From an optimization exercise on the open Yosys and OpenROAD flow, aimed at small area, a short achievable clock period and few clock cycles per item; shortcuts taken in it are not production practice.
Only simulation tests tie the RTL to the original design; equivalence was not proved.

==> flow/design.v <==
module cmp_coder (
    input  wire        clk,
    input  wire        rst,           
    input  wire        blk_start,
    input  wire [1:0]  blk_order,     
    input  wire        blk_reset,     
    output wire        idle,
    input  wire        in_valid,
    output wire        in_ready,
    input  wire [31:0] in_data,
    input  wire        in_last,
    output wire        out_valid,
    input  wire        out_ready,
    output wire [31:0] out_data,
    output wire        blk_done,
    output wire [31:0] blk_crc,
    output wire [15:0] blk_len,
    output wire [23:0] st_x1,
    output wire [23:0] st_x2,
    output wire [23:0] st_x3,
    output wire [23:0] st_a
);
    localparam [1:0] S_IDLE = 2'd0, S_RUN = 2'd1, S_DRAIN = 2'd2;
    reg  [1:0]  state;
    reg  [1:0]  order;
    reg  [23:0] x1, x2, x3;       
    reg  [23:0] acc;              
    reg  [83:0] bits;             
    reg  [6:0]  fill;             
    reg  [31:0] crc;
    reg  [15:0] len;
    wire signed [31:0] sx1 = {{8{x1[23]}}, x1};
    wire signed [31:0] sx2 = {{8{x2[23]}}, x2};
    wire signed [31:0] sx3 = {{8{x3[23]}}, x3};
    wire signed [31:0] xin = {{8{in_data[31]}}, in_data[31:8]};
    wire               is_fill = in_data[6];
    reg signed [31:0] pt;
    always @(*) begin
        case (order)
            2'd0: pt = 32'sd0;
            2'd1: pt = sx1;
            2'd2: pt = 2 * sx1 - sx2;
            default: pt = 3 * sx1 - 3 * sx2 + sx3;
        endcase
    end
    wire signed [31:0] res = xin - pt;
    wire [31:0] z = res[31] ? ~(res << 1) : (res << 1);    
    wire [23:0] pt_clamped = (pt >  32'sd8388607) ? 24'h7FFFFF :
                             (pt < -32'sd8388607) ? 24'h800001 : pt[23:0];
    wire [19:0] a4 = acc[23:4];
    reg  [4:0]  k;
    integer i;
    always @(*) begin
        k = 5'd0;
        for (i = 0; i < 20; i = i + 1)
            if (a4[i]) k = i[4:0];
    end
    wire [31:0] q   = z >> k;
    wire        esc = (q >= 32'd24);
    reg  [51:0] code;             
    reg  [5:0]  code_len;
    always @(*) begin
        if (esc) begin
            code     = {24'hFFFFFF, z[27:0]};
            code_len = 6'd52;
        end else begin
            code     = ~({52{1'b1}} >> q[4:0]) |
                       (({20'd0, z} & ~({52{1'b1}} << k)) << (6'd51 - q[5:0] - {1'b0, k}));
            code_len = q[5:0] + 6'd1 + {1'b0, k};
        end
    end
    wire [19:0] zmin     = (z > 32'hFFFFF) ? 20'hFFFFF : z[19:0];
    wire [23:0] acc_next = acc + {4'd0, zmin} - {4'd0, a4};
    function [31:0] crc32c_word;
        input [31:0] c;
        input [31:0] w;
        integer b;
        reg [31:0] t;
        begin
            t = c ^ w;
            for (b = 0; b < 32; b = b + 1)
                t = t[0] ? ((t >> 1) ^ 32'h82F63B78) : (t >> 1);
            crc32c_word = t;
        end
    endfunction
    assign idle      = (state == S_IDLE);
    assign in_ready  = (state == S_RUN) && (fill < 7'd32);
    assign out_valid = (fill >= 7'd32) || ((state == S_DRAIN) && (fill != 7'd0));
    assign out_data  = bits[83:52];
    assign blk_done  = (state == S_DRAIN) && (fill == 7'd0);
    wire take = in_valid && in_ready;
    wire give = out_valid && out_ready;
    always @(posedge clk) begin
        if (rst) begin
            state <= S_IDLE;
            order <= 2'd0;
            x1    <= 24'd0;
            x2    <= 24'd0;
            x3    <= 24'd0;
            acc   <= 24'd128;
            bits  <= 84'd0;
            fill  <= 7'd0;
            crc   <= 32'd0;
            len   <= 16'd0;
        end else begin
            case (state)
                S_IDLE: begin
                    if (blk_start) begin
                        state <= S_RUN;
                        order <= blk_order;
                        crc   <= 32'hFFFFFFFF;
                        len   <= 16'd0;
                        bits  <= 84'd0;
                        fill  <= 7'd0;
                        if (blk_reset) begin
                            x1  <= 24'd0;
                            x2  <= 24'd0;
                            x3  <= 24'd0;
                            acc <= 24'd128;
                        end
                    end
                end
                S_RUN, S_DRAIN: begin
                    if (take) begin
                        crc <= crc32c_word(crc, in_data);
                        x2  <= x1;
                        x3  <= x2;
                        if (is_fill) begin
                            x1 <= pt_clamped;
                        end else begin
                            x1   <= in_data[31:8];
                            acc  <= acc_next;
                            bits <= bits | ({code, 32'd0} >> fill);
                            fill <= fill + {1'b0, code_len};
                        end
                        if (in_last)
                            state <= S_DRAIN;
                    end else if (give) begin
                        bits <= bits << 32;
                        fill <= (fill > 7'd32) ? fill - 7'd32 : 7'd0;
                        len  <= len + 16'd1;
                    end
                    if (blk_done)
                        state <= S_IDLE;
                end
                default: state <= S_IDLE;
            endcase
        end
    end
    assign blk_crc = ~crc;
    assign blk_len = len;
    assign st_x1   = x1;
    assign st_x2   = x2;
    assign st_x3   = x3;
    assign st_a    = acc;
endmodule
==> flow/run.sh <==
#!/bin/bash
# synth_recipe.tcl (not shown) runs the flow's synth.tcl, then flattens the netlist and writes it again
# the make line also repeats each setting of config.mk as NAME=value (left out here)
make -C /OpenROAD-flow-scripts/flow DESIGN_CONFIG=/design/flow/config.mk WORK_HOME=/design/flow/orfs CLKGATE_MAP_FILE= SYNTH_SCRIPT=/design/flow/synth_recipe.tcl finish
==> flow/config.mk <==
export PLATFORM = sky130hd
export DESIGN_NAME = cmp_coder
export DESIGN_NICKNAME = cmp_coder
export VERILOG_FILES = /design/flow/design.v
export SDC_FILE = /design/flow/constraint.sdc
export NUM_CORES = 4
export LEC_CHECK = 0
export CAP_MARGIN = 20
export CORE_MARGIN = 2
export CORE_UTILIZATION = 40
export PLACE_DENSITY = 0.6
export SLEW_MARGIN = 20
==> flow/constraint.sdc <==
create_clock -name core_clock -period 15.0 [get_ports {clk}]
set_input_delay 3.0000 -clock core_clock [delete_from_list [all_inputs] [get_ports {clk}]]
set_output_delay 3.0000 -clock core_clock [all_outputs]
set_load 0.01 [all_outputs]
==> impl_metrics.toml <==
[timing]
min_period_ns = 14.33
final-max-slew-violation-count = 0
skew_ns = 0.02556
tightest_slew_ns = 1.180
fin_crit_sh_pct = 95.53
fmax_mhz = 69.79
rsz0062_at_grt = "no"
relSlewSlack_pct = 20.80
hold_violations = 0
report.final.setup_viol = 0
holdWs_ns = 0.4492

[grt]
gr-total-overflow = 0
grt_max_degree = 88
gr-usage-all-layers_pct = 34.75
grt_pass1_wl_mm = 243.7
grt_pass1_vias = 36250
antenna_found_initial = 2

[critical_path]
worstPathRequired_ns = 15.51
r2r_start = "x2[1]"
worst_setup_path_start_kind = "register"
crit_path_end_kind = "register"
reg2reg_to = "bits[48]"
crit_type = "register to register"
path_max_fanout = 29
crit_family = "compound AO/OA/AOI/OAI gates"
crit_buf_inv = 8
r2r_slack_ns = 0.67
cp_slowest_cell = "a221oi_1"
max_stage_delay_ns = 0.85
r2r_cells = 52
critPathArrivalTime_ns = 14.84

[cells_and_area]
final_layout_size_suffix_gt1_share_pct = 10.31
final_cells = 6094
multi_input_area_sq_um = 28400
fill_cells = 9004
register_area_sq_um = 4790
layout.nets = 5194
area_growth_pct = 14.09

[logic_synthesis]
synthDistinctLibCells = 96
synth_top_area_share_pct = 13.36
seq_area_frac_synth_pct = 13.36
ys_top_cells_by_count = "421 x nand2_1, 400 x nor2_1, 385 x a21oi_1, 375 x inv_1, 322 x xnor2_1"
avgSynthCellArea_sq_um = 7.448
synth-main-ff-cell = "dfxtp_1"
yosys.area.top_type = "dfxtp_1"
synth_seq_cells = 239
synth_top_family_by_area = "compound AO/OA/AOI/OAI gates"
synth_most_common_cell = "nand2_1"
synth_compound_area_share_pct = 28.12
synthAdderAreaFrac_pct = 11.03
synth_area_sq_um = 35810
synth-simple-area-share_pct = 18.09
synth_edf_count = 0
yosys-mux-area-fraction_pct = 7.586
synthesis.instances = 4808
synthXorXnorAreaFrac_pct = 13.77
synth.area.top_cells = "dfxtp_1 13%, xnor2_1 7.9%, fa_1 5.6%, a21oi_1 5.4%, ha_1 5.2%"
yosys_warnings = 1
synthArstFlopShare_pct = 0
synth_fp_nets = 5099

[clock_tree]
hold_buffers = 0
clk_latency_ns = 0.65
htreeDepth = 1
cts_tree = "yes"
cts_sinks = 239
cts_made_buffers = 30
cts_buffer_depth = 3
path_clk_slew_ns = 0.06
clock-root-buffer = "clkbuf_16"

[placed_design]
hpwl_mm = 128.3
portBuffers = 220
place_congestion = 1.011
place_inst = 6030

[hold_path]
hold_start = "bits[21]"
holdPathEnd = "bits[21]"
hold-path-cell-count = 2
hp-class = "register to register"

[job]
timing.max_cap.violations = 0

[floorplanning]
std_cell_rows = 109
die_y_um = 303.2
coreArea_sq_um = 88510
die_area_sq_um = 91930
fp.dieW_um = 303.2
start_util_pct = 40.46
ios = 221

[route]
drtPass1Iterations = 8
drt_iter0_drc = 5350
ant_nets = 0
wl_per_cell_um = 27.03
via_per_inst = 6.448
num_vias = 39290
drc = 0
drt_wl_total_mm = 164.7

[status]
outcome = "no timing/DRC/antenna violations"
## metal layers
metal / track usage [%] / up-vias / routed length, um
met1: 50.51 / 18960 / 71850
met4: 12.46 / 2 / 7260
li1: - / 17600 / -
met5: 0 / - / 13
met3: 7.018 / 391 / 17980
met2: 50.42 / 2341 / 67640
## flip-flops by register name (all words and copies together) (netlist names)
register  flops
x3           24
fill          7
bits         84
acc          24
x2           24
state         2
x1           24
crc          32
len          16
order         2
## how the worst max path moves through the flow
stage | from | to | slack [ns] | cells after the start
2_1_floorplan | x2[1] | bits[29] | 1.01 | 58
3_3_place_gp | x2[1] | bits[33] | -0.03 | 58
3_5_place_dp | x2[1] | bits[33] | 0.09 | 56
4_1_cts | x2[1] | bits[33] | 0.07 | 57
5_1_grt | x2[1] | acc[23] | 0.04 | 62
6_report | x2[1] | bits[48] | 0.67 | 52
## layout make-up
cell class | count | share of cell area (%)
Antenna cell | 2 | 0.01225
Clock buffer | 31 | 1.871
Clock inverter | 25 | 0.7902
Inverter | 380 | 3.491
Multi-Input combinational cell | 3843 | 69.51
Sequential cell | 239 | 11.72
Tap cell | 1165 | 3.568
Timing Repair Buffer | 409 | 9.029
## layout by cell type (no fill, tap or decap), types with 32 or more instances in the layout
master and n:
a21o_1 66, dfxtp_1 235, nor3_1 117, ha_1 149, a21oi_1 381, buf_4 183, a22oi_1 75, o21ai_0 245
a31oi_1 53, xnor2_1 320, o31ai_1 33, o221ai_1 41, a221oi_1 59, nor2_1 394, xnor2_2 36, mux4_2 39
nand2b_1 32, fa_1 100, nand3_1 154, xor2_1 80, o211ai_1 53, a211oi_1 66, mux2i_1 122, nand4_1 56
o22ai_1 58, and3_1 39, mux2_2 53, inv_1 372, clkdlybuf4s50_1 219, and2_1 45, nand2_1 420
## worst reg2reg max path, delay by kind of cell (launching register included)
kind	cells	cell delay [ns]
compound gates	17	5.26
fa+ha+maj	10	3.92
mux	6	1.82
simple gates	8	1.29
buf+inv	8	0.84
xor+xnor	3	0.72
flops	1	0.39
## through the flow
stage / instance area, sq um / util (%) / setup TNS, ns / worst slack, ns
floorplan: 35810 / - / 0 / 1.010
global placement: 39590 / 44.73 / -0.03310 / -0.03310
detailed placement: 39600 / 44.74 / 0 / 0.09008
CTS: 40680 / 45.96 / 0 / 0.07329
global route: 40850 / 46.15 / 0 / 0.03986
finish: 40850 / 46.16 / 0 / 0.6705
## what timing repair did
action,CTS,global route
resized for setup,0,26
endpoints found under the setup margin,0,87
setup buffers,0,5
## kinds of logic after synthesis
group,count (synthesis)
muxes,216
adders and majority gates,257
buffers and inverters,727
and+or+nand+nor,1404
DFF,239
AOI/OAI and AO/OA,1493
xor gates and xnor gates,472
Testbench counts, summed over its fixed seeds: cycles 37,754, items 29,834.

==> static timing again, ports no longer ideal <==
No port has a modelled driver above. Below, the same layout with a new extraction and two added sets of constraints. Step 1 sets driving cells, clkbuf_16 on the clock port and buf_2 on the other inputs (assumed; they add their load-dependent delay and slew). Step 2 also shifts input and output timing later by t, the mid clock arrival at the registers, as if the neighbouring blocks saw the same clock. Three values: ideal ports, drivers, drivers and shift; two values: the first two.
t (ns): 0.700
slack for setup (ns): 0.670 / 0.670 / 0.670
worst setup path at the end: register to register
clock arrival spread, ns: 0.026 / 0.026
After both steps setup and hold are still met in this run. For this run, drivers alone change the setup slack by 0.000 ns; drivers and shift together by 0.000 ns.
